What follows belongs to an exercise in optimizing a design on an open flow for small area, a short achievable clock period and few clock cycles per item; a production flow would make more cautious choices. At most, simulation tests tie the RTL to the original design; equivalence was not proved. Function not checked in run 1: the RTL went through the layout flow alone. Power is estimated from default activity; no workload was simulated.

==> flow/design.v <==
module vfix_lane (
    input  wire        neg,       
    input  wire        rne,       
    input  wire        k15,       
    input  wire        klo,       
    input  wire [16:0] X,
    input  wire [17:0] Y,
    input  wire [16:0] A,
    output wire [17:0] v
);
    wire [18:0] Ye = {Y, 1'b0};
    reg  [8:0] one, two, nb;
    integer i;
    always @* begin
        for (i = 0; i < 9; i = i + 1) begin
            one[i] = Ye[2*i+1] ^ Ye[2*i];
            two[i] = (Ye[2*i+2] & ~Ye[2*i+1] & ~Ye[2*i]) | (~Ye[2*i+2] & Ye[2*i+1] & Ye[2*i]);
            nb[i]  = Ye[2*i+2] ^ neg;
        end
    end
    wire [17:0] Xs = {X[16], X};
    wire [17:0] X2 = {X, 1'b0};
    wire [17:0] pp0 = ((({18{one[0]}} & Xs) | ({18{two[0]}} & X2)) ^ {18{nb[0]}}) ^ 18'h20000;
    wire [17:0] pp1 = ((({18{one[1]}} & Xs) | ({18{two[1]}} & X2)) ^ {18{nb[1]}}) ^ 18'h20000;
    wire [17:0] pp2 = ((({18{one[2]}} & Xs) | ({18{two[2]}} & X2)) ^ {18{nb[2]}}) ^ 18'h20000;
    wire [17:0] pp3 = ((({18{one[3]}} & Xs) | ({18{two[3]}} & X2)) ^ {18{nb[3]}}) ^ 18'h20000;
    wire [17:0] pp4 = ((({18{one[4]}} & Xs) | ({18{two[4]}} & X2)) ^ {18{nb[4]}}) ^ 18'h20000;
    wire [17:0] pp5 = ((({18{one[5]}} & Xs) | ({18{two[5]}} & X2)) ^ {18{nb[5]}}) ^ 18'h20000;
    wire [17:0] pp6 = ((({18{one[6]}} & Xs) | ({18{two[6]}} & X2)) ^ {18{nb[6]}}) ^ 18'h20000;
    wire [17:0] pp7 = ((({18{one[7]}} & Xs) | ({18{two[7]}} & X2)) ^ {18{nb[7]}}) ^ 18'h20000;
    wire [17:0] pp8 = ((({18{one[8]}} & Xs) | ({18{two[8]}} & X2)) ^ {18{nb[8]}}) ^ 18'h20000;
    wire cr0 = ~klo;
    wire cr15 = ~(k15 ^ klo);
    wire cr16 = ~(k15 | klo);
    wire cr17 = (k15 | klo);
    wire ks0, kc0, ks1, kc1, ks2, kc2, ks3, kc3, ks4, kc4, ks5, kc5;
    wire ks6, kc6, ks7, kc7, ks8, kc8, ks9, kc9, ks10, kc10, ks11, kc11;
    wire ks12, kc12, ks13, kc13, ks14, kc14, ks15, kc15, ks16, kc16, ks17, kc17;
    wire ks18, kc18, ks19, kc19, ks20, kc20, hs0, hc0, fs0, fc0, fs1, fc1;
    wire fs2, fc2, fs3, fc3, hs1, hc1, fs4, fc4, hs2, hc2, hs3, hc3;
    wire fs5, fc5, hs4, hc4, fs6, fc6, hs5, hc5, fs7, fc7, fs8, fc8;
    wire hs6, hc6, fs9, fc9, fs10, fc10, fs11, fc11, fs12, fc12, fs13, fc13;
    wire fs14, fc14, fs15, fc15, fs16, fc16, fs17, fc17, fs18, fc18, fs19, fc19;
    wire fs20, fc20, fs21, fc21, fs22, fc22, fs23, fc23, fs24, fc24, fs25, fc25;
    wire hs7, hc7, fs26, fc26, fs27, fc27, fs28, fc28, fs29, fc29, hs8, hc8;
    wire fs30, fc30, fs31, fc31, hs9, hc9, fs32, fc32, hs10, hc10, hs11, hc11;
    wire fs33, fc33, hs12, hc12, fs34, fc34, hs13, hc13, fs35, fc35, fs36, fc36;
    wire fs37, fc37, fs38, fc38, fs39, fc39, fs40, fc40, fs41, fc41, fs42, fc42;
    wire fs43, fc43, fs44, fc44, fs45, fc45, fs46, fc46, fs47, fc47, fs48, fc48;
    wire fs49, fc49, fs50, fc50, fs51, fc51, fs52, fc52, fs53, fc53, fs54, fc54;
    wire fs55, fc55, fs56, fc56, fs57, fc57, fs58, fc58, fs59, fc59, fs60, fc60;
    wire fs61, fc61, fs62, fc62, fs63, fc63, fs64, fc64, fs65, fc65, fs66, fc66;
    wire fs67, fc67, hs14, hc14, fs68, fc68, fs69, fc69, hs15, hc15, fs70, fc70;
    wire hs16, hc16, hs17, hc17, fs71, fc71, fs72, fc72, fs73, fc73, fs74, fc74;
    wire fs75, fc75, fs76, fc76, fs77, fc77, fs78, fc78, fs79, fc79, fs80, fc80;
    wire fs81, fc81, fs82, fc82, fs83, fc83, fs84, fc84, fs85, fc85, fs86, fc86;
    wire fs87, fc87, fs88, fc88, fs89, fc89, fs90, fc90, fs91, fc91, fs92, fc92;
    wire fs93, fc93, fs94, fc94, hs18, hc18, fs95, fc95, hs19, hc19, hs20, hc20;
    wire hs21, hc21, hs22, hc22, fs96, fc96, fs97, fc97, fs98, fc98, fs99, fc99;
    wire fs100, fc100, fs101, fc101, fs102, fc102, fs103, fc103, fs104, fc104, fs105, fc105;
    wire fs106, fc106, fs107, fc107, fs108, fc108, fs109, fc109, fs110, fc110, fs111, fc111;
    wire fs112, fc112, fs113, fc113, fs114, fc114, fs115, fc115, fs116, fc116, fs117, fc117;
    wire fs118, fc118, fs119, fc119, fs120, fc120, fs121, fc121, fs122, fc122, fs123, fc123;
    wire hs23, hc23, fs124, fc124, g0_0, p0_0, g1_1, p1_1, g2_2, p2_2, g3_3, p3_3;
    wire g4_4, p4_4, g5_5, p5_5, g6_6, p6_6, g7_7, p7_7, g8_8, p8_8, g9_9, p9_9;
    wire g10_10, p10_10, g11_11, p11_11, g12_12, p12_12, g13_13, p13_13, g14_14, p14_14, g15_15, p15_15;
    wire g16_16, p16_16, g17_17, p17_17, g18_18, p18_18, g19_19, p19_19, g20_20, p20_20, g21_21, p21_21;
    wire g22_22, p22_22, g23_23, p23_23, g24_24, p24_24, g25_25, p25_25, g26_26, p26_26, g27_27, p27_27;
    wire g28_28, p28_28, g29_29, p29_29, g30_30, p30_30, g31_31, p31_31, g32_32, p32_32, g33_33, p33_33;
    wire G34, G35, P35, G36, P36, G37, P37, G38, P38, G39, P39, G40;
    wire P40, G41, P41, G42, G43, P43, G44, P44, G45, P45, G46, G47;
    wire P47, G48, G49, G50, P50, G51, P51, G52, P52, G53, P53, G54;
    wire P54, G55, P55, G56, P56, G57, P57, G58, P58, G59, P59, G60;
    wire P60, G61, P61, G62, P62, G63, P63, G64, P64, G65, P65, G66;
    wire P66, G67, P67, G68, P68, G69, P69, G70, P70, G71, P71, G72;
    wire P72, G73, P73, G74, P74, G75, P75, G76, P76, G77, P77, G78;
    wire P78, G79, P79, G80, P80, G81, P81, G82, P82, G83, P83, G84;
    wire P84, C85, C86, C87, C88, C89, C90, C91, C92, C93, C94, C95;
    wire C96, C97, C98, C99, C100, C101, vs0, vs1, vs2, vs3, vs4, vs5;
    wire vs6, vs7, vs8, vs9, vs10, vs11, vs12, vs13, vs14, vs15, vs16, vs17;
    assign ks0 = ~(nb[1] ^ pp0[2]);
    assign kc0 = nb[1] | pp0[2];
    assign ks1 = ~(pp0[3] ^ pp1[1]);
    assign kc1 = pp0[3] | pp1[1];
    assign ks2 = ~(nb[2] ^ pp0[4]);
    assign kc2 = nb[2] | pp0[4];
    assign ks3 = ~(pp0[5] ^ pp1[3]);
    assign kc3 = pp0[5] | pp1[3];
    assign ks4 = ~(nb[3] ^ pp0[6]);
    assign kc4 = nb[3] | pp0[6];
    assign ks5 = ~(pp0[7] ^ pp1[5]);
    assign kc5 = pp0[7] | pp1[5];
    assign ks6 = ~(nb[4] ^ pp0[8]);
    assign kc6 = nb[4] | pp0[8];
    assign ks7 = ~(pp0[9] ^ pp1[7]);
    assign kc7 = pp0[9] | pp1[7];
    assign ks8 = ~(nb[5] ^ pp0[10]);
    assign kc8 = nb[5] | pp0[10];
    assign ks9 = ~(pp0[11] ^ pp1[9]);
    assign kc9 = pp0[11] | pp1[9];
    assign ks10 = ~(nb[6] ^ pp0[12]);
    assign kc10 = nb[6] | pp0[12];
    assign ks11 = ~(pp0[13] ^ pp1[11]);
    assign kc11 = pp0[13] | pp1[11];
    assign ks12 = ~(nb[7] ^ pp0[14]);
    assign kc12 = nb[7] | pp0[14];
    assign ks13 = ~(A[2] ^ pp1[16]);
    assign kc13 = A[2] | pp1[16];
    assign ks14 = ~(A[4] ^ pp2[16]);
    assign kc14 = A[4] | pp2[16];
    assign ks15 = ~(A[6] ^ pp3[16]);
    assign kc15 = A[6] | pp3[16];
    assign ks16 = ~(A[8] ^ pp4[16]);
    assign kc16 = A[8] | pp4[16];
    assign ks17 = ~(A[10] ^ pp5[16]);
    assign kc17 = A[10] | pp5[16];
    assign ks18 = ~(A[12] ^ pp6[16]);
    assign kc18 = A[12] | pp6[16];
    assign ks19 = ~(A[14] ^ pp7[16]);
    assign kc19 = A[14] | pp7[16];
    assign ks20 = ~(A[16] ^ pp8[16]);
    assign kc20 = A[16] | pp8[16];
    assign hs0 = cr15 ^ pp0[15];
    assign hc0 = cr15 & pp0[15];
    vfix_fa u_fa0 (.a(A[0]), .b(nb[8]), .ci(cr16), .s(fs0), .co(fc0));
    vfix_fa u_fa1 (.a(pp0[16]), .b(pp1[14]), .ci(pp2[12]), .s(fs1), .co(fc1));
    vfix_fa u_fa2 (.a(A[1]), .b(cr17), .ci(pp0[17]), .s(fs2), .co(fc2));
    vfix_fa u_fa3 (.a(pp1[15]), .b(pp2[13]), .ci(pp3[11]), .s(fs3), .co(fc3));
    assign hs1 = pp2[14] ^ pp3[12];
    assign hc1 = pp2[14] & pp3[12];
    vfix_fa u_fa4 (.a(A[3]), .b(pp1[17]), .ci(pp2[15]), .s(fs4), .co(fc4));
    assign hs2 = pp1[8] ^ pp2[6];
    assign hc2 = pp1[8] & pp2[6];
    assign hs3 = pp2[7] ^ pp3[5];
    assign hc3 = pp2[7] & pp3[5];
    vfix_fa u_fa5 (.a(pp1[10]), .b(pp2[8]), .ci(pp3[6]), .s(fs5), .co(fc5));
    assign hs4 = pp4[4] ^ pp5[2];
    assign hc4 = pp4[4] & pp5[2];
    vfix_fa u_fa6 (.a(pp2[9]), .b(pp3[7]), .ci(pp4[5]), .s(fs6), .co(fc6));
    assign hs5 = pp5[3] ^ pp6[1];
    assign hc5 = pp5[3] & pp6[1];
    vfix_fa u_fa7 (.a(pp1[12]), .b(pp2[10]), .ci(pp3[8]), .s(fs7), .co(fc7));
    vfix_fa u_fa8 (.a(pp4[6]), .b(pp5[4]), .ci(pp6[2]), .s(fs8), .co(fc8));
    assign hs6 = pp7[0] ^ kc11;
    assign hc6 = pp7[0] & kc11;
    vfix_fa u_fa9 (.a(pp1[13]), .b(pp2[11]), .ci(pp3[9]), .s(fs9), .co(fc9));
    vfix_fa u_fa10 (.a(pp4[7]), .b(pp5[5]), .ci(pp6[3]), .s(fs10), .co(fc10));
    vfix_fa u_fa11 (.a(pp7[1]), .b(kc12), .ci(hs0), .s(fs11), .co(fc11));
    vfix_fa u_fa12 (.a(fs0), .b(pp3[10]), .ci(pp4[8]), .s(fs12), .co(fc12));
    vfix_fa u_fa13 (.a(pp5[6]), .b(pp6[4]), .ci(pp7[2]), .s(fs13), .co(fc13));
    vfix_fa u_fa14 (.a(pp8[0]), .b(hc0), .ci(fs1), .s(fs14), .co(fc14));
    vfix_fa u_fa15 (.a(fc0), .b(pp4[9]), .ci(pp5[7]), .s(fs15), .co(fc15));
    vfix_fa u_fa16 (.a(pp6[5]), .b(pp7[3]), .ci(pp8[1]), .s(fs16), .co(fc16));
    vfix_fa u_fa17 (.a(fc1), .b(fs2), .ci(fs3), .s(fs17), .co(fc17));
    vfix_fa u_fa18 (.a(pp4[10]), .b(pp5[8]), .ci(pp6[6]), .s(fs18), .co(fc18));
    vfix_fa u_fa19 (.a(pp7[4]), .b(pp8[2]), .ci(hs1), .s(fs19), .co(fc19));
    vfix_fa u_fa20 (.a(ks13), .b(fc2), .ci(fc3), .s(fs20), .co(fc20));
    vfix_fa u_fa21 (.a(pp3[13]), .b(pp4[11]), .ci(pp5[9]), .s(fs21), .co(fc21));
    vfix_fa u_fa22 (.a(pp6[7]), .b(pp7[5]), .ci(pp8[3]), .s(fs22), .co(fc22));
    vfix_fa u_fa23 (.a(hc1), .b(kc13), .ci(fs4), .s(fs23), .co(fc23));
    vfix_fa u_fa24 (.a(pp3[14]), .b(pp4[12]), .ci(pp5[10]), .s(fs24), .co(fc24));
    vfix_fa u_fa25 (.a(pp6[8]), .b(pp7[6]), .ci(pp8[4]), .s(fs25), .co(fc25));
    assign hs7 = ks14 ^ fc4;
    assign hc7 = ks14 & fc4;
    vfix_fa u_fa26 (.a(A[5]), .b(pp2[17]), .ci(pp3[15]), .s(fs26), .co(fc26));
    vfix_fa u_fa27 (.a(pp4[13]), .b(pp5[11]), .ci(pp6[9]), .s(fs27), .co(fc27));
    vfix_fa u_fa28 (.a(pp7[7]), .b(pp8[5]), .ci(kc14), .s(fs28), .co(fc28));
    vfix_fa u_fa29 (.a(pp4[14]), .b(pp5[12]), .ci(pp6[10]), .s(fs29), .co(fc29));
    assign hs8 = pp7[8] ^ pp8[6];
    assign hc8 = pp7[8] & pp8[6];
    vfix_fa u_fa30 (.a(A[7]), .b(pp3[17]), .ci(pp4[15]), .s(fs30), .co(fc30));
    vfix_fa u_fa31 (.a(pp5[13]), .b(pp6[11]), .ci(pp7[9]), .s(fs31), .co(fc31));
    assign hs9 = pp5[14] ^ pp6[12];
    assign hc9 = pp5[14] & pp6[12];
    vfix_fa u_fa32 (.a(A[9]), .b(pp4[17]), .ci(pp5[15]), .s(fs32), .co(fc32));
    assign hs10 = pp1[4] ^ pp2[2];
    assign hc10 = pp1[4] & pp2[2];
    assign hs11 = pp2[3] ^ pp3[1];
    assign hc11 = pp2[3] & pp3[1];
    vfix_fa u_fa33 (.a(pp1[6]), .b(pp2[4]), .ci(pp3[2]), .s(fs33), .co(fc33));
    assign hs12 = pp4[0] ^ kc5;
    assign hc12 = pp4[0] & kc5;
    vfix_fa u_fa34 (.a(pp2[5]), .b(pp3[3]), .ci(pp4[1]), .s(fs34), .co(fc34));
    assign hs13 = kc6 ^ ks7;
    assign hc13 = kc6 & ks7;
    vfix_fa u_fa35 (.a(pp3[4]), .b(pp4[2]), .ci(pp5[0]), .s(fs35), .co(fc35));
    vfix_fa u_fa36 (.a(kc7), .b(hs2), .ci(ks8), .s(fs36), .co(fc36));
    vfix_fa u_fa37 (.a(pp4[3]), .b(pp5[1]), .ci(hc2), .s(fs37), .co(fc37));
    vfix_fa u_fa38 (.a(kc8), .b(hs3), .ci(ks9), .s(fs38), .co(fc38));
    vfix_fa u_fa39 (.a(pp6[0]), .b(hc3), .ci(kc9), .s(fs39), .co(fc39));
    vfix_fa u_fa40 (.a(hs4), .b(ks10), .ci(fs5), .s(fs40), .co(fc40));
    vfix_fa u_fa41 (.a(hc4), .b(kc10), .ci(hs5), .s(fs41), .co(fc41));
    vfix_fa u_fa42 (.a(ks11), .b(fc5), .ci(fs6), .s(fs42), .co(fc42));
    vfix_fa u_fa43 (.a(hc5), .b(ks12), .ci(fc6), .s(fs43), .co(fc43));
    vfix_fa u_fa44 (.a(hs6), .b(fs7), .ci(fs8), .s(fs44), .co(fc44));
    vfix_fa u_fa45 (.a(hc6), .b(fc7), .ci(fc8), .s(fs45), .co(fc45));
    vfix_fa u_fa46 (.a(fs10), .b(fs9), .ci(fs11), .s(fs46), .co(fc46));
    vfix_fa u_fa47 (.a(fc10), .b(fc9), .ci(fs12), .s(fs47), .co(fc47));
    vfix_fa u_fa48 (.a(fs13), .b(fc11), .ci(fs14), .s(fs48), .co(fc48));
    vfix_fa u_fa49 (.a(fc12), .b(fc13), .ci(fs15), .s(fs49), .co(fc49));
    vfix_fa u_fa50 (.a(fs16), .b(fc14), .ci(fs17), .s(fs50), .co(fc50));
    vfix_fa u_fa51 (.a(fc15), .b(fc16), .ci(fs18), .s(fs51), .co(fc51));
    vfix_fa u_fa52 (.a(fs19), .b(fs20), .ci(fc17), .s(fs52), .co(fc52));
    vfix_fa u_fa53 (.a(fc18), .b(fs21), .ci(fs22), .s(fs53), .co(fc53));
    vfix_fa u_fa54 (.a(fc19), .b(fc20), .ci(fs23), .s(fs54), .co(fc54));
    vfix_fa u_fa55 (.a(fc21), .b(fc22), .ci(fs24), .s(fs55), .co(fc55));
    vfix_fa u_fa56 (.a(fs25), .b(hs7), .ci(fc23), .s(fs56), .co(fc56));
    vfix_fa u_fa57 (.a(fc24), .b(fc25), .ci(fs26), .s(fs57), .co(fc57));
    vfix_fa u_fa58 (.a(fs27), .b(hc7), .ci(fs28), .s(fs58), .co(fc58));
    vfix_fa u_fa59 (.a(hs8), .b(ks15), .ci(fc26), .s(fs59), .co(fc59));
    vfix_fa u_fa60 (.a(fc27), .b(fs29), .ci(fc28), .s(fs60), .co(fc60));
    vfix_fa u_fa61 (.a(pp8[7]), .b(hc8), .ci(kc15), .s(fs61), .co(fc61));
    vfix_fa u_fa62 (.a(fc29), .b(fs30), .ci(fs31), .s(fs62), .co(fc62));
    vfix_fa u_fa63 (.a(pp7[10]), .b(pp8[8]), .ci(hs9), .s(fs63), .co(fc63));
    vfix_fa u_fa64 (.a(ks16), .b(fc30), .ci(fc31), .s(fs64), .co(fc64));
    vfix_fa u_fa65 (.a(pp6[13]), .b(pp7[11]), .ci(pp8[9]), .s(fs65), .co(fc65));
    vfix_fa u_fa66 (.a(hc9), .b(kc16), .ci(fs32), .s(fs66), .co(fc66));
    vfix_fa u_fa67 (.a(pp6[14]), .b(pp7[12]), .ci(pp8[10]), .s(fs67), .co(fc67));
    assign hs14 = ks17 ^ fc32;
    assign hc14 = ks17 & fc32;
    vfix_fa u_fa68 (.a(A[11]), .b(pp5[17]), .ci(pp6[15]), .s(fs68), .co(fc68));
    vfix_fa u_fa69 (.a(pp7[13]), .b(pp8[11]), .ci(kc17), .s(fs69), .co(fc69));
    assign hs15 = pp7[14] ^ pp8[12];
    assign hc15 = pp7[14] & pp8[12];
    vfix_fa u_fa70 (.a(A[13]), .b(pp6[17]), .ci(pp7[15]), .s(fs70), .co(fc70));
    assign hs16 = pp1[2] ^ pp2[0];
    assign hc16 = pp1[2] & pp2[0];
    assign hs17 = pp2[1] ^ kc2;
    assign hc17 = pp2[1] & kc2;
    vfix_fa u_fa71 (.a(pp3[0]), .b(kc3), .ci(hs10), .s(fs71), .co(fc71));
    vfix_fa u_fa72 (.a(hc10), .b(kc4), .ci(hs11), .s(fs72), .co(fc72));
    vfix_fa u_fa73 (.a(hc11), .b(ks6), .ci(hs12), .s(fs73), .co(fc73));
    vfix_fa u_fa74 (.a(hc12), .b(fc33), .ci(fs34), .s(fs74), .co(fc74));
    vfix_fa u_fa75 (.a(fc34), .b(hc13), .ci(fs35), .s(fs75), .co(fc75));
    vfix_fa u_fa76 (.a(fc35), .b(fs37), .ci(fc36), .s(fs76), .co(fc76));
    vfix_fa u_fa77 (.a(fc37), .b(fs39), .ci(fc38), .s(fs77), .co(fc77));
    vfix_fa u_fa78 (.a(fc39), .b(fs41), .ci(fc40), .s(fs78), .co(fc78));
    vfix_fa u_fa79 (.a(fc41), .b(fs43), .ci(fc42), .s(fs79), .co(fc79));
    vfix_fa u_fa80 (.a(fc43), .b(fs45), .ci(fc44), .s(fs80), .co(fc80));
    vfix_fa u_fa81 (.a(fc45), .b(fs47), .ci(fc46), .s(fs81), .co(fc81));
    vfix_fa u_fa82 (.a(fc47), .b(fs49), .ci(fc48), .s(fs82), .co(fc82));
    vfix_fa u_fa83 (.a(fc49), .b(fs51), .ci(fc50), .s(fs83), .co(fc83));
    vfix_fa u_fa84 (.a(fc51), .b(fs53), .ci(fc52), .s(fs84), .co(fc84));
    vfix_fa u_fa85 (.a(fc53), .b(fs55), .ci(fc54), .s(fs85), .co(fc85));
    vfix_fa u_fa86 (.a(fc55), .b(fs57), .ci(fs58), .s(fs86), .co(fc86));
    vfix_fa u_fa87 (.a(fs59), .b(fc57), .ci(fs60), .s(fs87), .co(fc87));
    vfix_fa u_fa88 (.a(fs61), .b(fc59), .ci(fs62), .s(fs88), .co(fc88));
    vfix_fa u_fa89 (.a(fc61), .b(fs63), .ci(fs64), .s(fs89), .co(fc89));
    vfix_fa u_fa90 (.a(fs65), .b(fc63), .ci(fc64), .s(fs90), .co(fc90));
    vfix_fa u_fa91 (.a(fc65), .b(fs67), .ci(hs14), .s(fs91), .co(fc91));
    vfix_fa u_fa92 (.a(fc67), .b(fs68), .ci(hc14), .s(fs92), .co(fc92));
    vfix_fa u_fa93 (.a(hs15), .b(ks18), .ci(fc68), .s(fs93), .co(fc93));
    vfix_fa u_fa94 (.a(pp8[13]), .b(hc15), .ci(kc18), .s(fs94), .co(fc94));
    assign hs18 = pp8[14] ^ ks19;
    assign hc18 = pp8[14] & ks19;
    vfix_fa u_fa95 (.a(A[15]), .b(pp7[17]), .ci(pp8[15]), .s(fs95), .co(fc95));
    assign hs19 = nb[0] ^ cr0;
    assign hc19 = nb[0] & cr0;
    assign hs20 = 1'b1 ^ pp0[1];
    assign hc20 = 1'b1 & pp0[1];
    assign hs21 = pp1[0] ^ ks0;
    assign hc21 = pp1[0] & ks0;
    assign hs22 = kc0 ^ ks1;
    assign hc22 = kc0 & ks1;
    vfix_fa u_fa96 (.a(kc1), .b(hs16), .ci(ks2), .s(fs96), .co(fc96));
    vfix_fa u_fa97 (.a(hc16), .b(ks3), .ci(hs17), .s(fs97), .co(fc97));
    vfix_fa u_fa98 (.a(ks4), .b(hc17), .ci(fs71), .s(fs98), .co(fc98));
    vfix_fa u_fa99 (.a(ks5), .b(fc71), .ci(fs72), .s(fs99), .co(fc99));
    vfix_fa u_fa100 (.a(fs33), .b(fc72), .ci(fs73), .s(fs100), .co(fc100));
    vfix_fa u_fa101 (.a(hs13), .b(fc73), .ci(fs74), .s(fs101), .co(fc101));
    vfix_fa u_fa102 (.a(fs36), .b(fc74), .ci(fs75), .s(fs102), .co(fc102));
    vfix_fa u_fa103 (.a(fs38), .b(fc75), .ci(fs76), .s(fs103), .co(fc103));
    vfix_fa u_fa104 (.a(fs40), .b(fc76), .ci(fs77), .s(fs104), .co(fc104));
    vfix_fa u_fa105 (.a(fs42), .b(fc77), .ci(fs78), .s(fs105), .co(fc105));
    vfix_fa u_fa106 (.a(fs44), .b(fc78), .ci(fs79), .s(fs106), .co(fc106));
    vfix_fa u_fa107 (.a(fs46), .b(fc79), .ci(fs80), .s(fs107), .co(fc107));
    vfix_fa u_fa108 (.a(fc80), .b(fs48), .ci(fs81), .s(fs108), .co(fc108));
    vfix_fa u_fa109 (.a(fs50), .b(fc81), .ci(fs82), .s(fs109), .co(fc109));
    vfix_fa u_fa110 (.a(fs52), .b(fc82), .ci(fs83), .s(fs110), .co(fc110));
    vfix_fa u_fa111 (.a(fs54), .b(fc83), .ci(fs84), .s(fs111), .co(fc111));
    vfix_fa u_fa112 (.a(fs56), .b(fc84), .ci(fs85), .s(fs112), .co(fc112));
    vfix_fa u_fa113 (.a(fc56), .b(fs86), .ci(fc85), .s(fs113), .co(fc113));
    vfix_fa u_fa114 (.a(fc58), .b(fc86), .ci(fs87), .s(fs114), .co(fc114));
    vfix_fa u_fa115 (.a(fc60), .b(fs88), .ci(fc87), .s(fs115), .co(fc115));
    vfix_fa u_fa116 (.a(fc62), .b(fc88), .ci(fs89), .s(fs116), .co(fc116));
    vfix_fa u_fa117 (.a(fs66), .b(fc89), .ci(fs90), .s(fs117), .co(fc117));
    vfix_fa u_fa118 (.a(fc66), .b(fs91), .ci(fc90), .s(fs118), .co(fc118));
    vfix_fa u_fa119 (.a(fs69), .b(fs92), .ci(fc91), .s(fs119), .co(fc119));
    vfix_fa u_fa120 (.a(fc69), .b(fs93), .ci(fc92), .s(fs120), .co(fc120));
    vfix_fa u_fa121 (.a(fs70), .b(fs94), .ci(fc93), .s(fs121), .co(fc121));
    vfix_fa u_fa122 (.a(fc70), .b(hs18), .ci(fc94), .s(fs122), .co(fc122));
    vfix_fa u_fa123 (.a(kc19), .b(hc18), .ci(fs95), .s(fs123), .co(fc123));
    assign hs23 = ks20 ^ fc95;
    assign hc23 = ks20 & fc95;
    vfix_fa u_fa124 (.a(A[16]), .b(pp8[17]), .ci(kc20), .s(fs124), .co(fc124));
    assign g0_0 = pp0[0] & hs19;
    assign p0_0 = pp0[0] ^ hs19;
    assign g1_1 = hc19 & hs20;
    assign p1_1 = hc19 ^ hs20;
    assign g2_2 = hc20 & hs21;
    assign p2_2 = hc20 ^ hs21;
    assign g3_3 = hc21 & hs22;
    assign p3_3 = hc21 ^ hs22;
    assign g4_4 = hc22 & fs96;
    assign p4_4 = hc22 ^ fs96;
    assign g5_5 = fc96 & fs97;
    assign p5_5 = fc96 ^ fs97;
    assign g6_6 = fc97 & fs98;
    assign p6_6 = fc97 ^ fs98;
    assign g7_7 = fc98 & fs99;
    assign p7_7 = fc98 ^ fs99;
    assign g8_8 = fc99 & fs100;
    assign p8_8 = fc99 ^ fs100;
    assign g9_9 = fc100 & fs101;
    assign p9_9 = fc100 ^ fs101;
    assign g10_10 = fc101 & fs102;
    assign p10_10 = fc101 ^ fs102;
    assign g11_11 = fc102 & fs103;
    assign p11_11 = fc102 ^ fs103;
    assign g12_12 = fc103 & fs104;
    assign p12_12 = fc103 ^ fs104;
    assign g13_13 = fc104 & fs105;
    assign p13_13 = fc104 ^ fs105;
    assign g14_14 = fc105 & fs106;
    assign p14_14 = fc105 ^ fs106;
    assign g15_15 = fc106 & fs107;
    assign p15_15 = fc106 ^ fs107;
    assign g16_16 = fc107 & fs108;
    assign p16_16 = fc107 ^ fs108;
    assign g17_17 = fc108 & fs109;
    assign p17_17 = fc108 ^ fs109;
    assign g18_18 = fc109 & fs110;
    assign p18_18 = fc109 ^ fs110;
    assign g19_19 = fc110 & fs111;
    assign p19_19 = fc110 ^ fs111;
    assign g20_20 = fc111 & fs112;
    assign p20_20 = fc111 ^ fs112;
    assign g21_21 = fc112 & fs113;
    assign p21_21 = fc112 ^ fs113;
    assign g22_22 = fc113 & fs114;
    assign p22_22 = fc113 ^ fs114;
    assign g23_23 = fc114 & fs115;
    assign p23_23 = fc114 ^ fs115;
    assign g24_24 = fc115 & fs116;
    assign p24_24 = fc115 ^ fs116;
    assign g25_25 = fc116 & fs117;
    assign p25_25 = fc116 ^ fs117;
    assign g26_26 = fc117 & fs118;
    assign p26_26 = fc117 ^ fs118;
    assign g27_27 = fc118 & fs119;
    assign p27_27 = fc118 ^ fs119;
    assign g28_28 = fc119 & fs120;
    assign p28_28 = fc119 ^ fs120;
    assign g29_29 = fc120 & fs121;
    assign p29_29 = fc120 ^ fs121;
    assign g30_30 = fc121 & fs122;
    assign p30_30 = fc121 ^ fs122;
    assign g31_31 = fc122 & fs123;
    assign p31_31 = fc122 ^ fs123;
    assign g32_32 = fc123 & hs23;
    assign p32_32 = fc123 ^ hs23;
    assign g33_33 = hc23 & fs124;
    assign p33_33 = hc23 ^ fs124;
    wire cin0 = rne ? (p16_16 ^ A[0]) : 1'b1;
    assign G34 = g0_0 | (p0_0 & cin0);
    assign G35 = g2_2 | (p2_2 & g1_1);
    assign P35 = p2_2 & p1_1;
    assign G36 = g4_4 | (p4_4 & g3_3);
    assign P36 = p4_4 & p3_3;
    assign G37 = g6_6 | (p6_6 & g5_5);
    assign P37 = p6_6 & p5_5;
    assign G38 = g8_8 | (p8_8 & g7_7);
    assign P38 = p8_8 & p7_7;
    assign G39 = g10_10 | (p10_10 & g9_9);
    assign P39 = p10_10 & p9_9;
    assign G40 = g12_12 | (p12_12 & g11_11);
    assign P40 = p12_12 & p11_11;
    assign G41 = g14_14 | (p14_14 & g13_13);
    assign P41 = p14_14 & p13_13;
    assign G42 = G35 | (P35 & G34);
    assign G43 = G37 | (P37 & G36);
    assign P43 = P37 & P36;
    assign G44 = G39 | (P39 & G38);
    assign P44 = P39 & P38;
    assign G45 = G41 | (P41 & G40);
    assign P45 = P41 & P40;
    assign G46 = G43 | (P43 & G42);
    assign G47 = G45 | (P45 & G44);
    assign P47 = P45 & P44;
    assign G48 = G47 | (P47 & G46);
    assign G49 = g15_15 | (p15_15 & G48);
    assign G50 = g17_17 | (p17_17 & g16_16);
    assign P50 = p17_17 & p16_16;
    assign G51 = g19_19 | (p19_19 & g18_18);
    assign P51 = p19_19 & p18_18;
    assign G52 = g21_21 | (p21_21 & g20_20);
    assign P52 = p21_21 & p20_20;
    assign G53 = g23_23 | (p23_23 & g22_22);
    assign P53 = p23_23 & p22_22;
    assign G54 = g25_25 | (p25_25 & g24_24);
    assign P54 = p25_25 & p24_24;
    assign G55 = g27_27 | (p27_27 & g26_26);
    assign P55 = p27_27 & p26_26;
    assign G56 = g29_29 | (p29_29 & g28_28);
    assign P56 = p29_29 & p28_28;
    assign G57 = g31_31 | (p31_31 & g30_30);
    assign P57 = p31_31 & p30_30;
    assign G58 = g33_33 | (p33_33 & g32_32);
    assign P58 = p33_33 & p32_32;
    assign G59 = g18_18 | (p18_18 & G50);
    assign P59 = p18_18 & P50;
    assign G60 = G51 | (P51 & G50);
    assign P60 = P51 & P50;
    assign G61 = g22_22 | (p22_22 & G52);
    assign P61 = p22_22 & P52;
    assign G62 = G53 | (P53 & G52);
    assign P62 = P53 & P52;
    assign G63 = g26_26 | (p26_26 & G54);
    assign P63 = p26_26 & P54;
    assign G64 = G55 | (P55 & G54);
    assign P64 = P55 & P54;
    assign G65 = g30_30 | (p30_30 & G56);
    assign P65 = p30_30 & P56;
    assign G66 = G57 | (P57 & G56);
    assign P66 = P57 & P56;
    assign G67 = g20_20 | (p20_20 & G60);
    assign P67 = p20_20 & P60;
    assign G68 = G52 | (P52 & G60);
    assign P68 = P52 & P60;
    assign G69 = G61 | (P61 & G60);
    assign P69 = P61 & P60;
    assign G70 = G62 | (P62 & G60);
    assign P70 = P62 & P60;
    assign G71 = g28_28 | (p28_28 & G64);
    assign P71 = p28_28 & P64;
    assign G72 = G56 | (P56 & G64);
    assign P72 = P56 & P64;
    assign G73 = G65 | (P65 & G64);
    assign P73 = P65 & P64;
    assign G74 = G66 | (P66 & G64);
    assign P74 = P66 & P64;
    assign G75 = g24_24 | (p24_24 & G70);
    assign P75 = p24_24 & P70;
    assign G76 = G54 | (P54 & G70);
    assign P76 = P54 & P70;
    assign G77 = G63 | (P63 & G70);
    assign P77 = P63 & P70;
    assign G78 = G64 | (P64 & G70);
    assign P78 = P64 & P70;
    assign G79 = G71 | (P71 & G70);
    assign P79 = P71 & P70;
    assign G80 = G72 | (P72 & G70);
    assign P80 = P72 & P70;
    assign G81 = G73 | (P73 & G70);
    assign P81 = P73 & P70;
    assign G82 = G74 | (P74 & G70);
    assign P82 = P74 & P70;
    assign G83 = g32_32 | (p32_32 & G82);
    assign P83 = p32_32 & P82;
    assign G84 = G58 | (P58 & G82);
    assign P84 = P58 & P82;
    assign C85 = g16_16 | (p16_16 & G49);
    assign C86 = G50 | (P50 & G49);
    assign C87 = G59 | (P59 & G49);
    assign C88 = G60 | (P60 & G49);
    assign C89 = G67 | (P67 & G49);
    assign C90 = G68 | (P68 & G49);
    assign C91 = G69 | (P69 & G49);
    assign C92 = G70 | (P70 & G49);
    assign C93 = G75 | (P75 & G49);
    assign C94 = G76 | (P76 & G49);
    assign C95 = G77 | (P77 & G49);
    assign C96 = G78 | (P78 & G49);
    assign C97 = G79 | (P79 & G49);
    assign C98 = G80 | (P80 & G49);
    assign C99 = G81 | (P81 & G49);
    assign C100 = G82 | (P82 & G49);
    assign C101 = G83 | (P83 & G49);
    vfix_xor2 u_vs0 (.a(p16_16), .b(G49), .y(vs0));
    vfix_xor2 u_vs1 (.a(p17_17), .b(C85), .y(vs1));
    vfix_xor2 u_vs2 (.a(p18_18), .b(C86), .y(vs2));
    vfix_xor2 u_vs3 (.a(p19_19), .b(C87), .y(vs3));
    vfix_xor2 u_vs4 (.a(p20_20), .b(C88), .y(vs4));
    vfix_xor2 u_vs5 (.a(p21_21), .b(C89), .y(vs5));
    vfix_xor2 u_vs6 (.a(p22_22), .b(C90), .y(vs6));
    vfix_xor2 u_vs7 (.a(p23_23), .b(C91), .y(vs7));
    vfix_xor2 u_vs8 (.a(p24_24), .b(C92), .y(vs8));
    vfix_xor2 u_vs9 (.a(p25_25), .b(C93), .y(vs9));
    vfix_xor2 u_vs10 (.a(p26_26), .b(C94), .y(vs10));
    vfix_xor2 u_vs11 (.a(p27_27), .b(C95), .y(vs11));
    vfix_xor2 u_vs12 (.a(p28_28), .b(C96), .y(vs12));
    vfix_xor2 u_vs13 (.a(p29_29), .b(C97), .y(vs13));
    vfix_xor2 u_vs14 (.a(p30_30), .b(C98), .y(vs14));
    vfix_xor2 u_vs15 (.a(p31_31), .b(C99), .y(vs15));
    vfix_xor2 u_vs16 (.a(p32_32), .b(C100), .y(vs16));
    vfix_xor2 u_vs17 (.a(p33_33), .b(C101), .y(vs17));
    assign v = {vs17, vs16, vs15, vs14, vs13, vs12, vs11, vs10, vs9, vs8, vs7, vs6, vs5, vs4, vs3, vs2, vs1, vs0};
endmodule
module vfix_fa (
    input  wire a,
    input  wire b,
    input  wire ci,
    output wire s,
    output wire co
);
    assign s  = a ^ b ^ ci;
    assign co = (a & b) | (a & ci) | (b & ci);
endmodule
module vfix_xor2 (
    input  wire a,
    input  wire b,
    output wire y
);
    assign y = a ^ b;
endmodule
module vfix_xnor2 (
    input  wire a,
    input  wire b,
    output wire y
);
    assign y = ~(a ^ b);
endmodule
module vfix_unit #(
    parameter LANES = 4
) (
    input  wire                  clk,
    input  wire                  rst,
    input  wire                  in_valid,
    output wire                  in_ready,
    input  wire [2:0]            in_func,
    input  wire                  in_type,
    input  wire [1:0]            in_rnd,
    input  wire                  in_zero,
    input  wire [LANES-1:0]      in_pred,
    input  wire [16*LANES-1:0]   in_a,
    input  wire [16*LANES-1:0]   in_b,
    input  wire [16*LANES-1:0]   in_c,
    input  wire [16*LANES-1:0]   in_d,
    output reg                   out_valid,
    output reg  [16*LANES-1:0]   out_d,
    output reg                   out_sat
);
    assign in_ready = 1'b1;
    wire f_fma  = (in_func == 3'd1);
    wire f_fms  = (in_func == 3'd2);
    wire f_lerp = (in_func == 3'd3);
    wire f_add  = (in_func == 3'd4);
    wire f_sub  = (in_func == 3'd5);
    wire f_rsh  = (in_func == 3'd6);
    wire f_conv = (in_func == 3'd7);
    wire f_pow2 = in_func[2];            
    wire typ    = in_type;
    wire a_sgn  = f_conv ? typ : ~typ;   
    wire neg    = f_fms | f_sub;         
    wire k15 = f_fms ? (in_rnd != 2'd0) : (in_rnd != 2'd1);
    wire klo = f_fms & ~in_rnd[1];
    wire [17*LANES-1:0] bma_all;
    genvar gl;
    generate
        for (gl = 0; gl < LANES; gl = gl + 1) begin : g_sub
            wire [15:0] sa = in_a[16*gl +: 16];
            wire [15:0] sb = in_b[16*gl +: 16];
            wire [15:0] sg = sb & ~sa;
            wire [15:0] sx, bm;
            wire sg0_1, sg0_3, sp0_3, sg0_5, sp0_5, sg0_7, sp0_7, sg0_9, sp0_9, sg0_11;
            wire sp0_11, sg0_13, sp0_13, sg0_15, sp0_15, sg1_2, sp1_2, sg1_3, sp1_3, sg1_6;
            wire sp1_6, sg1_7, sp1_7, sg1_10, sp1_10, sg1_11, sp1_11, sg1_14, sp1_14, sg1_15;
            wire sp1_15, sg2_4, sp2_4, sg2_5, sp2_5, sg2_6, sp2_6, sg2_7, sp2_7, sg2_12;
            wire sp2_12, sg2_13, sp2_13, sg2_14, sp2_14, sg2_15, sp2_15, sg3_8, sp3_8, sg3_9;
            wire sp3_9, sg3_10, sp3_10, sg3_11, sp3_11, sg3_12, sp3_12, sg3_13, sp3_13, sg3_14;
            wire sp3_14, sg3_15, sp3_15, sg4_16, sp4_16;
            assign sg0_1 = sg[0] | (~sx[0] & 1'b1);
            assign sg0_3 = sg[2] | (~sx[2] & sg[1]);
            assign sp0_3 = ~sx[2] & ~sx[1];
            assign sg0_5 = sg[4] | (~sx[4] & sg[3]);
            assign sp0_5 = ~sx[4] & ~sx[3];
            assign sg0_7 = sg[6] | (~sx[6] & sg[5]);
            assign sp0_7 = ~sx[6] & ~sx[5];
            assign sg0_9 = sg[8] | (~sx[8] & sg[7]);
            assign sp0_9 = ~sx[8] & ~sx[7];
            assign sg0_11 = sg[10] | (~sx[10] & sg[9]);
            assign sp0_11 = ~sx[10] & ~sx[9];
            assign sg0_13 = sg[12] | (~sx[12] & sg[11]);
            assign sp0_13 = ~sx[12] & ~sx[11];
            assign sg0_15 = sg[14] | (~sx[14] & sg[13]);
            assign sp0_15 = ~sx[14] & ~sx[13];
            assign sg1_2 = sg[1] | (~sx[1] & sg0_1);
            assign sp1_2 = ~sx[1] & 1'b0;
            assign sg1_3 = sg0_3 | (sp0_3 & sg0_1);
            assign sp1_3 = sp0_3 & 1'b0;
            assign sg1_6 = sg[5] | (~sx[5] & sg0_5);
            assign sp1_6 = ~sx[5] & sp0_5;
            assign sg1_7 = sg0_7 | (sp0_7 & sg0_5);
            assign sp1_7 = sp0_7 & sp0_5;
            assign sg1_10 = sg[9] | (~sx[9] & sg0_9);
            assign sp1_10 = ~sx[9] & sp0_9;
            assign sg1_11 = sg0_11 | (sp0_11 & sg0_9);
            assign sp1_11 = sp0_11 & sp0_9;
            assign sg1_14 = sg[13] | (~sx[13] & sg0_13);
            assign sp1_14 = ~sx[13] & sp0_13;
            assign sg1_15 = sg0_15 | (sp0_15 & sg0_13);
            assign sp1_15 = sp0_15 & sp0_13;
            assign sg2_4 = sg[3] | (~sx[3] & sg1_3);
            assign sp2_4 = ~sx[3] & sp1_3;
            assign sg2_5 = sg0_5 | (sp0_5 & sg1_3);
            assign sp2_5 = sp0_5 & sp1_3;
            assign sg2_6 = sg1_6 | (sp1_6 & sg1_3);
            assign sp2_6 = sp1_6 & sp1_3;
            assign sg2_7 = sg1_7 | (sp1_7 & sg1_3);
            assign sp2_7 = sp1_7 & sp1_3;
            assign sg2_12 = sg[11] | (~sx[11] & sg1_11);
            assign sp2_12 = ~sx[11] & sp1_11;
            assign sg2_13 = sg0_13 | (sp0_13 & sg1_11);
            assign sp2_13 = sp0_13 & sp1_11;
            assign sg2_14 = sg1_14 | (sp1_14 & sg1_11);
            assign sp2_14 = sp1_14 & sp1_11;
            assign sg2_15 = sg1_15 | (sp1_15 & sg1_11);
            assign sp2_15 = sp1_15 & sp1_11;
            assign sg3_8 = sg[7] | (~sx[7] & sg2_7);
            assign sp3_8 = ~sx[7] & sp2_7;
            assign sg3_9 = sg0_9 | (sp0_9 & sg2_7);
            assign sp3_9 = sp0_9 & sp2_7;
            assign sg3_10 = sg1_10 | (sp1_10 & sg2_7);
            assign sp3_10 = sp1_10 & sp2_7;
            assign sg3_11 = sg1_11 | (sp1_11 & sg2_7);
            assign sp3_11 = sp1_11 & sp2_7;
            assign sg3_12 = sg2_12 | (sp2_12 & sg2_7);
            assign sp3_12 = sp2_12 & sp2_7;
            assign sg3_13 = sg2_13 | (sp2_13 & sg2_7);
            assign sp3_13 = sp2_13 & sp2_7;
            assign sg3_14 = sg2_14 | (sp2_14 & sg2_7);
            assign sp3_14 = sp2_14 & sp2_7;
            assign sg3_15 = sg2_15 | (sp2_15 & sg2_7);
            assign sp3_15 = sp2_15 & sp2_7;
            assign sg4_16 = sg[15] | (~sx[15] & sg3_15);
            assign sp4_16 = ~sx[15] & sp3_15;
            assign sx[0] = sa[0] ^ sb[0];
            vfix_xnor2 u_s0 (.a(sx[0]), .b(1'b1), .y(bm[0]));
            assign sx[1] = sa[1] ^ sb[1];
            vfix_xnor2 u_s1 (.a(sx[1]), .b(sg0_1), .y(bm[1]));
            assign sx[2] = sa[2] ^ sb[2];
            vfix_xnor2 u_s2 (.a(sx[2]), .b(sg1_2), .y(bm[2]));
            assign sx[3] = sa[3] ^ sb[3];
            vfix_xnor2 u_s3 (.a(sx[3]), .b(sg1_3), .y(bm[3]));
            assign sx[4] = sa[4] ^ sb[4];
            vfix_xnor2 u_s4 (.a(sx[4]), .b(sg2_4), .y(bm[4]));
            assign sx[5] = sa[5] ^ sb[5];
            vfix_xnor2 u_s5 (.a(sx[5]), .b(sg2_5), .y(bm[5]));
            assign sx[6] = sa[6] ^ sb[6];
            vfix_xnor2 u_s6 (.a(sx[6]), .b(sg2_6), .y(bm[6]));
            assign sx[7] = sa[7] ^ sb[7];
            vfix_xnor2 u_s7 (.a(sx[7]), .b(sg2_7), .y(bm[7]));
            assign sx[8] = sa[8] ^ sb[8];
            vfix_xnor2 u_s8 (.a(sx[8]), .b(sg3_8), .y(bm[8]));
            assign sx[9] = sa[9] ^ sb[9];
            vfix_xnor2 u_s9 (.a(sx[9]), .b(sg3_9), .y(bm[9]));
            assign sx[10] = sa[10] ^ sb[10];
            vfix_xnor2 u_s10 (.a(sx[10]), .b(sg3_10), .y(bm[10]));
            assign sx[11] = sa[11] ^ sb[11];
            vfix_xnor2 u_s11 (.a(sx[11]), .b(sg3_11), .y(bm[11]));
            assign sx[12] = sa[12] ^ sb[12];
            vfix_xnor2 u_s12 (.a(sx[12]), .b(sg3_12), .y(bm[12]));
            assign sx[13] = sa[13] ^ sb[13];
            vfix_xnor2 u_s13 (.a(sx[13]), .b(sg3_13), .y(bm[13]));
            assign sx[14] = sa[14] ^ sb[14];
            vfix_xnor2 u_s14 (.a(sx[14]), .b(sg3_14), .y(bm[14]));
            assign sx[15] = sa[15] ^ sb[15];
            vfix_xnor2 u_s15 (.a(sx[15]), .b(sg3_15), .y(bm[15]));
            assign bma_all[17*gl +: 17] = {~sg4_16, bm};
        end
    endgenerate
    reg [17*LANES-1:0] p_x, p_a;
    reg [18*LANES-1:0] p_y;
    reg [15:0] a, b, c, d, a16;
    reg [16:0] bma;
    reg [17:0] yp, y;
    reg [18:0] ye;
    reg        pr, sx_lerp, sx_b, sx_a, sa_d, sa_c, sa_a, sy_c, sy_b, sy_b2, sy_p;
    integer l, j;
    always @* begin
        for (l = 0; l < LANES; l = l + 1) begin
            a  = in_a[16*l +: 16];
            b  = in_b[16*l +: 16];
            c  = in_c[16*l +: 16];
            d  = in_d[16*l +: 16];
            pr = in_pred[l];
            bma = bma_all[17*l +: 17];
            sx_lerp = pr & f_lerp;
            sx_b    = pr & (f_sub | f_add);
            sx_a    = pr & ~f_lerp & ~f_sub & ~f_add;
            p_x[17*l +: 17] = ({17{sx_lerp}} & bma)
                            | ({17{sx_b}}    & {~typ & b[15], b})
                            | ({17{sx_a}}    & {a_sgn & a[15], a});
            sa_d = ~pr & ~in_zero;
            sa_c = pr & (f_fma | f_fms);
            sa_a = pr & (f_lerp | f_add | f_sub | (f_conv & typ));
            a16  = ({16{sa_d}} & d) | ({16{sa_c}} & c) | ({16{sa_a}} & a);
            p_a[17*l +: 17] = {a16[15] & (~typ | (pr & f_conv)), a16};
            sy_c  = pr & f_lerp;
            sy_b  = pr & ~f_pow2 & ~f_lerp & typ;
            sy_b2 = pr & ~f_pow2 & ~f_lerp & ~typ;
            sy_p  = pr & f_pow2;
            for (j = 0; j < 18; j = j + 1)
                yp[j] = f_rsh ? (b[3:0] == 16 - j)
                              : ((f_conv & ~typ) ? (j == 15) : (j == 16));
            y = ({18{sy_c}} & {2'b00, c}) | ({18{sy_b}} & {2'b00, b})
              | ({18{sy_b2}} & {b[15], b, 1'b0}) | ({18{sy_p}} & yp);
            p_y[18*l +: 18] = y;
        end
    end
    reg                 s1_valid;
    reg                 s1_typ, s1_rne, s1_k15, s1_klo;
    reg [LANES-1:0]     s1_neg;
    reg [17*LANES-1:0]  s1_x, s1_a;
    reg [18*LANES-1:0]  s1_y;
    always @(posedge clk) begin
        if (rst)
            s1_valid <= 1'b0;
        else
            s1_valid <= in_valid;
        s1_neg <= {LANES{neg}} & in_pred;    
        s1_typ <= typ;
        s1_rne <= in_rnd[1];
        s1_k15 <= k15;
        s1_klo <= klo;
        s1_x   <= p_x;
        s1_y   <= p_y;
        s1_a   <= p_a;
    end
    wire [18*LANES-1:0] lane_v;
    genvar i;
    generate
        for (i = 0; i < LANES; i = i + 1) begin : g_lane
            vfix_lane u_lane (
                .neg (s1_neg[i]),
                .rne (s1_rne),
                .k15 (s1_k15),
                .klo (s1_klo),
                .X   (s1_x[17*i +: 17]),
                .Y   (s1_y[18*i +: 18]),
                .A   (s1_a[17*i +: 17]),
                .v   (lane_v[18*i +: 18])
            );
        end
    endgenerate
    reg                 s2_valid;
    reg                 s2_typ;
    reg [18*LANES-1:0]  s2_v;
    always @(posedge clk) begin
        if (rst)
            s2_valid <= 1'b0;
        else
            s2_valid <= s1_valid;
        s2_typ <= s1_typ;
        s2_v   <= lane_v;
    end
    reg [16*LANES-1:0] res;
    reg                sat;
    reg [17:0]         v;
    reg                ovf;
    integer q;
    always @* begin
        sat = 1'b0;
        for (q = 0; q < LANES; q = q + 1) begin
            v   = s2_v[18*q +: 18];
            ovf = s2_typ ? (v[17] | v[16]) : ~((v[17] == v[16]) & (v[16] == v[15]));
            sat = sat | ovf;
            if (!ovf)
                res[16*q +: 16] = v[15:0];
            else if (s2_typ)
                res[16*q +: 16] = {16{~v[17]}};
            else
                res[16*q +: 16] = {v[17], {15{~v[17]}}};
        end
    end
    always @(posedge clk) begin
        if (rst)
            out_valid <= 1'b0;
        else
            out_valid <= s2_valid;
        out_d   <= res;
        out_sat <= sat;
    end
endmodule
==> flow/flow/run.sh <==
#!/bin/bash
# Standard synthesis and layout, with buf_2 cells as the port buffers; the
# layout's timing repair aims at a setup slack of MARGIN ns (the clock
# period and constraints are unchanged) on the worst endpoints, and may
# resize cells across footprints.
set -euo pipefail
MARGIN=19.4
bash standard.sh synth > synth.log 2>&1
bash standard.sh "BUFFER_PORTS_ARGS=-buffer_cell sky130_fd_sc_hd__buf_2" \
    SETUP_SLACK_MARGIN=$MARGIN TNS_END_PERCENT=5 MATCH_CELL_FOOTPRINT=0 finish > layout.log 2>&1
==> flow/standard.sh <==
#!/bin/bash
# synth_recipe.tcl (not shown) runs the flow's synth.tcl, then flattens the netlist and writes it again
# the make line also repeats each setting of config.mk as NAME=value (left out here)
make -C /OpenROAD-flow-scripts/flow DESIGN_CONFIG=/design/flow/config.mk WORK_HOME=/design/flow/orfs CLKGATE_MAP_FILE= SYNTH_SCRIPT=/design/flow/synth_recipe.tcl "${@:-finish}"
==> flow/config.mk <==
export PLATFORM = sky130hd
export DESIGN_NAME = vfix_unit
export DESIGN_NICKNAME = vfix_unit
export VERILOG_FILES = /design/flow/design.v
export SDC_FILE = /design/flow/constraint.sdc
export NUM_CORES = 8
export LEC_CHECK = 0
export ABC_AREA = 1
export CAP_MARGIN = 0
export CORE_MARGIN = 2
export CORE_UTILIZATION = 65
export CTS_CLUSTER_DIAMETER = 80
export CTS_CLUSTER_SIZE = 25
export SLEW_MARGIN = 0
export SYNTH_HIERARCHICAL = 1
==> flow/constraint.sdc <==
create_clock -name core_clock -period 25.0 [get_ports {clk}]
set_input_delay 5.0000 -clock core_clock [delete_from_list [all_inputs] [get_ports {clk}]]
set_output_delay 5.0000 -clock core_clock [all_outputs]
set_load 0.01 [all_outputs]
==> results of run 1 <==
[modules after synthesis (local to each module, per instance)]
module	flip-flops and latches	copies in the design
vfix_xor2	0	72
vfix_unit	357	1
vfix_lane	0	4
vfix_xnor2	0	64
vfix_fa	0	500
[sequential cells by signal, indices dropped and copies added, names as in the netlist]
signal	cells
out_sat	1
s1_rne	1
s1_y	72
out_valid	1
s1_k15	1
s1_klo	1
s1_valid	1
s2_typ	1
out_d	64
s1_x	68
s1_a	68
s2_v	72
s2_valid	1
s1_neg	4
s1_typ	1
[cell usage after synthesis, drive strengths merged (63+ instances only)]
library cell	instances	area, um^2
nand2	1394	5400
inv	1020	3860
xor2	648	5680
o22ai	613	3830
fa	500	10000
ha	382	4780
dfxtp	357	7150
buf	274	2060
nor2	241	953
a21oi	217	1210
nand3	120	638
o211ai	82	756
clkinv	78	298
o21ai	63	345
[where the power goes]
group	switching, mW	internal, mW	total, mW
sequential	0.0707	0.802	0.872
clock	0.258	0.239	0.496
combinational	4.51	2.73	7.24
total	4.84	3.77	8.61
[cell families (layout without fill, tap and decap cells)]
kind of cell,after synthesis,count (layout),synth area share
buf+inv,1406,1654,0.128
simple gates,1797,1798,0.147
flops,357,357,0.145
compound gates,1083,1083,0.144
fa+ha+maj,882,882,0.300
other cells,1,27,0.0000760
xor+xnor,692,692,0.136
[layer usage]
metal / up-vias / track usage
met2: 2471 / 0.605
met4: 30 / 0.184
li1: 20362 / -
met1: 20586 / 0.516
met3: 505 / 0.0860
met5: - / 0
[layout make-up]
cell class / count / area, um^2
timing repair inverter: 3 / 22.5
inverter: 1098 / 4410
clock buffer: 30 / 697
antenna: 18 / 45.0
timing repair buffer: 503 / 3210
multi-input combinational: 4464 / 36900
clock inverter: 20 / 313
sequential: 357 / 7210
tap: 978 / 1220
fill: 6254 / 21600
[what timing repair did]
| action | CTS | global route |
|---|---|---|
| hold buffers | 0 | 0 |
| hold endpoints to repair | 0 | 0 |
| cloned | 3 | 1 |
| gates resized for setup | 65 | 148 |
| setup buffers | 21 | 133 |
| endpoints found under the setup margin | 343 | 337 |
| pin swaps | 4 | 39 |
[how the worst min path moves through the flow]
| stage | from | end | slack [ns] | depth (start not counted) |
|---|---|---|---|---|
| after floorplan | s1_typ$_DFF_P_ | s2_typ$_DFF_P_ | 0.31 | 0 |
| after global placement | s1_typ$_DFF_P_ | s2_typ$_DFF_P_ | 0.31 | 0 |
| after detailed placement | s1_typ$_DFF_P_ | s2_typ$_DFF_P_ | 0.32 | 0 |
| after CTS | s1_typ$_DFF_P_ | s2_typ$_DFF_P_ | 0.34 | 0 |
| after global routing | s1_typ$_DFF_P_ | s2_typ$_DFF_P_ | 0.36 | 0 |
| final | s1_typ$_DFF_P_ | s2_typ$_DFF_P_ | 0.34 | 0 |
[per-stage QoR]
stage               total power [mW]  utilization
finish                          8.61        0.714
global placement                7.53        0.671
floorplan                       7.22            -
detailed placement              7.76        0.671
global route                    9.73        0.714
CTS                             8.32        0.690
==> notes.md, run 1 <==
CP top delay family flip-flops; worst path buffer plus inverter count 1; # IOs between 300 and 400; flop2flop setup slack 19.10 ns; CP cell instances buf_6; max_slew headroom 0.261; slowest cell on the critical path dfxtp_4; CTS tree built; dpl hpwl between 100,000 and 150,000 um; routed wl met2 68,400 um; Clock Sinks 357; Post-synth top flop dfxtp_1; DP Area 50,700 um^2; Hold/Removal Path Class reg2reg; GRT overflow 0; Inst Count DP 7,245; most frequent cells in the layout 1,316 x nand2_1, 942 x inv_1, 648 x xor2_1; layout cells sized above 1 0.151; DR WL met3 roughly 17,000 um; CP Launch Type flop; post-synth cell types 54; post-route cell area 54,000 um^2; Clock Skew 0.0324 ns; Fmax achieved between 150 and 200 MHz; First DRT Iteration DRCs 4,489; Clock Latency Late Sink 0.63 ns; Reg-to-Reg Start s1_neg[0]$_DFF_P_; Layout Nets between 7k and 8k; Max Cap Viol 0; vias in the first global route 42.4k; Slew @ Worst Pin between 1 and 1.5 ns; Die W between 200 and 300 um; Clock Tree Buf Depth 3; Post-synth ARST share 0; crit path from out_d[63]$_DFF_P_; DP Worst Slack 17.78 ns; Syn Std Cell Area 49,400 um^2; pwr/cell area between 150 and 200 nW/um^2; critical path depth 1; Worst-path clk slew 0.08 ns; initial antenna violation count 32; Yosys reg bits 357; Syn Inst Count 6,218; core area around 76,000 um^2; largest net degree at the start of global routing 26; register area share after synthesis 0.145; VDD IR max about 0.26 mV; R2R cell count 26; Area Overhead vs Synth 9.34%; fin worst setup slack 18.89 ns; syn_area_per_cell 7.94 um^2; most common cell after layout, fill and taps aside nand2_1; RSZ-0062 raised after global routing yes; fin crit share 0.244; routed vias 44.0k; Synth Warn # 8; WL met1 approximately 61,000 um; Final Setup Violations 0; P_leak between 20 and 30 nW; Reg-to-Reg End s2_v[1]$_DFF_P_; number of synthesized flops with an enable pin 0; PortBufs around 340; last element of the critical path out_d[63]; Chip Height roughly 280 um; GRT Total Usage 0.389; DRC Markers 0; CTS H-tree lvls 1; Routed WL per cell about 21 um; minimum clock period 6.11 ns; WP data arrival 1.11 ns; Via-to-Cell Ratio 5.88; Initial Utilization 0.653; Final Slew Violations 0; final hold violation count 0; final wirelength 156,000 um; setup total negative slack 0 ns; clk root buf clkbuf_16; Critical Setup Path Class reg2out; highest routing layer actually used met5; total CTS buffers 27; crit-path max cell delay 0.37 ns; status complete, no violations; FP Rows 101; crit path max fanout 1; Required @ worst endpoint 20.00 ns; first-pass GRT wire length around 240,000 um; Routed Antenna Nets 0; routability cong. just over 1; Worst setup EP type primary output; worst hold slack 0.337 ns; DR pass1 iterations 6; DIE AREA 78,200 um^2; non-filler cells, final 7,471
==> inputs of run 2 (changes only) <==
--- a/flow/design.v
+++ b/flow/design.v
@@ -19,2 +19,3 @@
         end
+        two[8] = 1'b0;
     end
--- a/flow/flow/run.sh
+++ b/flow/flow/run.sh
@@ -6,3 +6,3 @@
 set -euo pipefail
-MARGIN=19.4
+MARGIN=19
 bash standard.sh synth > synth.log 2>&1
==> run 2 against run 1 <==
  * Combinational power down 3.5%
  * Sequential share of layout area up 0.21 points
  * Register-to-register slack better by 0.10 ns
  * Clock power about the same
  * Final cell count down 1.6%
  * First-iteration DRC count up 3.4%
  * Count of clock-buffer cells in the layout unchanged
  * Worst hold slack better by 0.0026 ns
  * Final area down 2.1%
  * Non-clock buffer count down 67
  * Core utilization down 0.59 points
  * Critical endpoint is now out_d[11]
==> notes.md, run 2 <==
syn_area_per_cell 7.94 um^2; Fmax achieved 164 MHz; Clock Latency Late Sink between 0.6 and 0.7 ns; dpl hpwl roughly 120,000 um; Final Slew Violations 0; First DRT Iteration DRCs 4,641; CP cell instances buf_2; max_slew headroom 0.395; final hold violation count 0; Syn Std Cell Area 49,100 um^2; setup total negative slack 0 ns; P_leak 27.9 nW; CP Launch Type flop; Yosys reg bits 357; Syn Inst Count 6,182; CP top delay family flip-flops; Routed WL per cell approximately 20 um; clk root buf clkbuf_16; largest area contributor in the netlist fa_1; Hold Path Depth 0; most frequent cells in the layout 1,341 x nand2_1, 1,008 x inv_1, 644 x xor2_1; CTS H-tree lvls 1; Reg-to-Reg Start s1_y[54]$_DFF_P_; vias in the first global route about 42k; register area share after synthesis 0.146; Slew @ Worst Pin 0.907 ns; Clock Tree Buf Depth 3; Worst setup EP type primary output; WP data arrival 1.11 ns; Seq. cell area 7160 um^2; Final Setup Violations 0; FP Rows 100; GRT Total Usage 0.384; Fill cells between 6k and 7k; Chip Height 279 um; first-pass GRT wire length 235,000 um; crit path from out_d[11]$_DFF_P_; Post-synth ARST share 0; post-synth cell types 58; multi-input logic area 36,600 um^2; fin crit share 0.244; RSZ-0062 raised after global routing yes; total CTS buffers 27; routability cong. 0.968; Hold Path Origin s1_typ$_DFF_P_; Required @ worst endpoint 20.00 ns; crit path max fanout 1; PortBufs around 340; Via-to-Cell Ratio 5.86; slowest cell on the critical path dfxtp_1; minimum clock period 6.11 ns; Synth Warn # 8; Layout Nets 7,504; largest net degree at the start of global routing 26; # hold bufs at CTS 0; R2R cell count 27; initial antenna violation count 17; number of synthesized flops with an enable pin 0; Critical Setup Path Class reg2out; Max Cap Viol 0; Worst-path clk slew roughly 0.090 ns; Area Overhead vs Synth 7.68%; Clock Skew 0.0299 ns; Initial Utilization 0.658; VDD IR max roughly 0.22 mV; Top Registers s1_y x72, s2_v x72; core area 74,600 um^2; pwr/cell area 158 nW/um^2; GRT overflow 0; # IOs ~340; worst path buffer plus inverter count 1; crit-path max cell delay 0.36 ns; main area contributors after synthesis fa_1 20%, dfxtp_1 15%, xor2_1 11%; DR pass1 iterations 8; final wirelength about 150,000 um; routed vias 43.1k; Clock Sinks 357; most frequent cell after synthesis nand2_1; commonest cells in the netlist 1,376 x nand2_1, 1,040 x inv_1, 644 x xor2_1, 509 x o22ai_1, 500 x fa_1; most common cell after layout, fill and taps aside nand2_1; Die W 279 um; status complete, no violations; Power Total 8.36 mW; Post-synth top flop dfxtp_1; DRC Markers 0; CTS tree built; Routed Antenna Nets 0; Hold/Removal Path Class reg2reg; DIE AREA 77,700 um^2; layout cells sized above 1 0.146; critical path depth 1; Synth top area share 0.204
## run 2: what timing repair did
item                       4_1_cts  5_1_grt
cloned                           1        0
resized for setup               21       92
pin swaps                        3       22
buffers inserted                10       72
setup endpoints to repair      327      327
## run 2: cell type report
| class | instances | area share |
|---|---|---|
| Antenna cell | 10 | 0.000474 |
| Clock buffer | 30 | 0.0132 |
| Clock inverter | 18 | 0.00561 |
| Inverter | 1094 | 0.0809 |
| Multi-Input combinational cell | 4435 | 0.692 |
| Sequential cell | 357 | 0.136 |
| Tap cell | 969 | 0.0230 |
| Timing Repair Buffer | 436 | 0.0488 |
| Timing Repair inverter | 1 | 0.000142 |
## run 2: through the flow
step / util / instance area (um^2) / hold slack [ns] / std cells / setup WS (ns)
3_3_place_gp: 0.679 / 50600 / 0.310 / 7209 / 17.59
6_report: 0.708 / 52800 / 0.340 / 7350 / 18.89
4_1_cts: 0.694 / 51800 / 0.339 / 7268 / 18.78
2_1_floorplan: - / 49600 / 0.310 / 6190 / 18.77
5_1_grt: 0.708 / 52800 / 0.343 / 7344 / 18.86
3_5_place_dp: 0.679 / 50600 / 0.322 / 7209 / 17.61
## run 2: final timing paths
path | to | slack [ns]
setup / recovery | out_d[11] | 18.89
hold reg to reg | s2_typ$_DFF_P_ | 0.34
hold / removal | s2_typ$_DFF_P_ | 0.34
setup reg to reg | s2_v[69]$_DFF_P_ | 19.20
## run 2: per-module statistics from Yosys, one instance, submodules excluded
module      cells  area (um^2)
vfix_xor2       5         18.8
vfix_unit    1958        15400
vfix_fa         1         20.0
vfix_xnor2      5         18.8
vfix_lane     761         5280
## run 2: report_power, final
group	switching, mW	internal (mW)	total [mW]	leakage (nW)
logic	4.40	2.59	6.99	24.5
clock network	0.271	0.225	0.496	0.470
registers	0.0731	0.798	0.871	2.98
## run 2: per-layer routing
layer | track usage | part of all wire
met5 | 0 | 0.00062
met4 | 0.160 | 0.049
met3 | 0.0647 | 0.095
met2 | 0.640 | 0.46
met1 | 0.493 | 0.39
## run 2: logic make-up after synthesis
group / share of synthesized area
other cells: 0.0000764
simple gates: 0.152
buf+inv: 0.125
fa+ha+maj: 0.301
compound gates: 0.142
xor+xnor: 0.133
flops: 0.146
Testbench counts of run 2, summed over its fixed seeds: cycles 16,024, items 16,000.

==> afterwards: timing with drivers on the ports <==
How much do the figures lean on ideal ports? The routed layouts below were timed once more, with nothing changed but the port constraints. Step 1, drivers: a clkbuf_16 drives clk and a buf_2 each remaining input, both assumed. Step 2 moves the port delays by t, midway between the first and last clock arrival at a register: inputs arrive t later, outputs are due t later. That takes back most of the time a late clock gives input paths. Three values: ideal, step 1, step 2; two values: the first two.
| run | shift t [ns] | setup slack, ns | latest minus earliest clock arrival (ns) | pins driven straight from the clock port |
|---|---|---|---|---|
| run 1 | 0.686 | 18.892 / 18.819 / 18.218 | 0.033 / 0.033 | 1 |
| run 2 | 0.669 | 18.891 / 18.824 / 18.253 | 0.038 / 0.038 | 1 |
After both steps setup and hold are still met in every run listed. The setup slack of run 1, which loses most, moves by -0.073 ns with the drivers and by -0.674 ns with both steps.
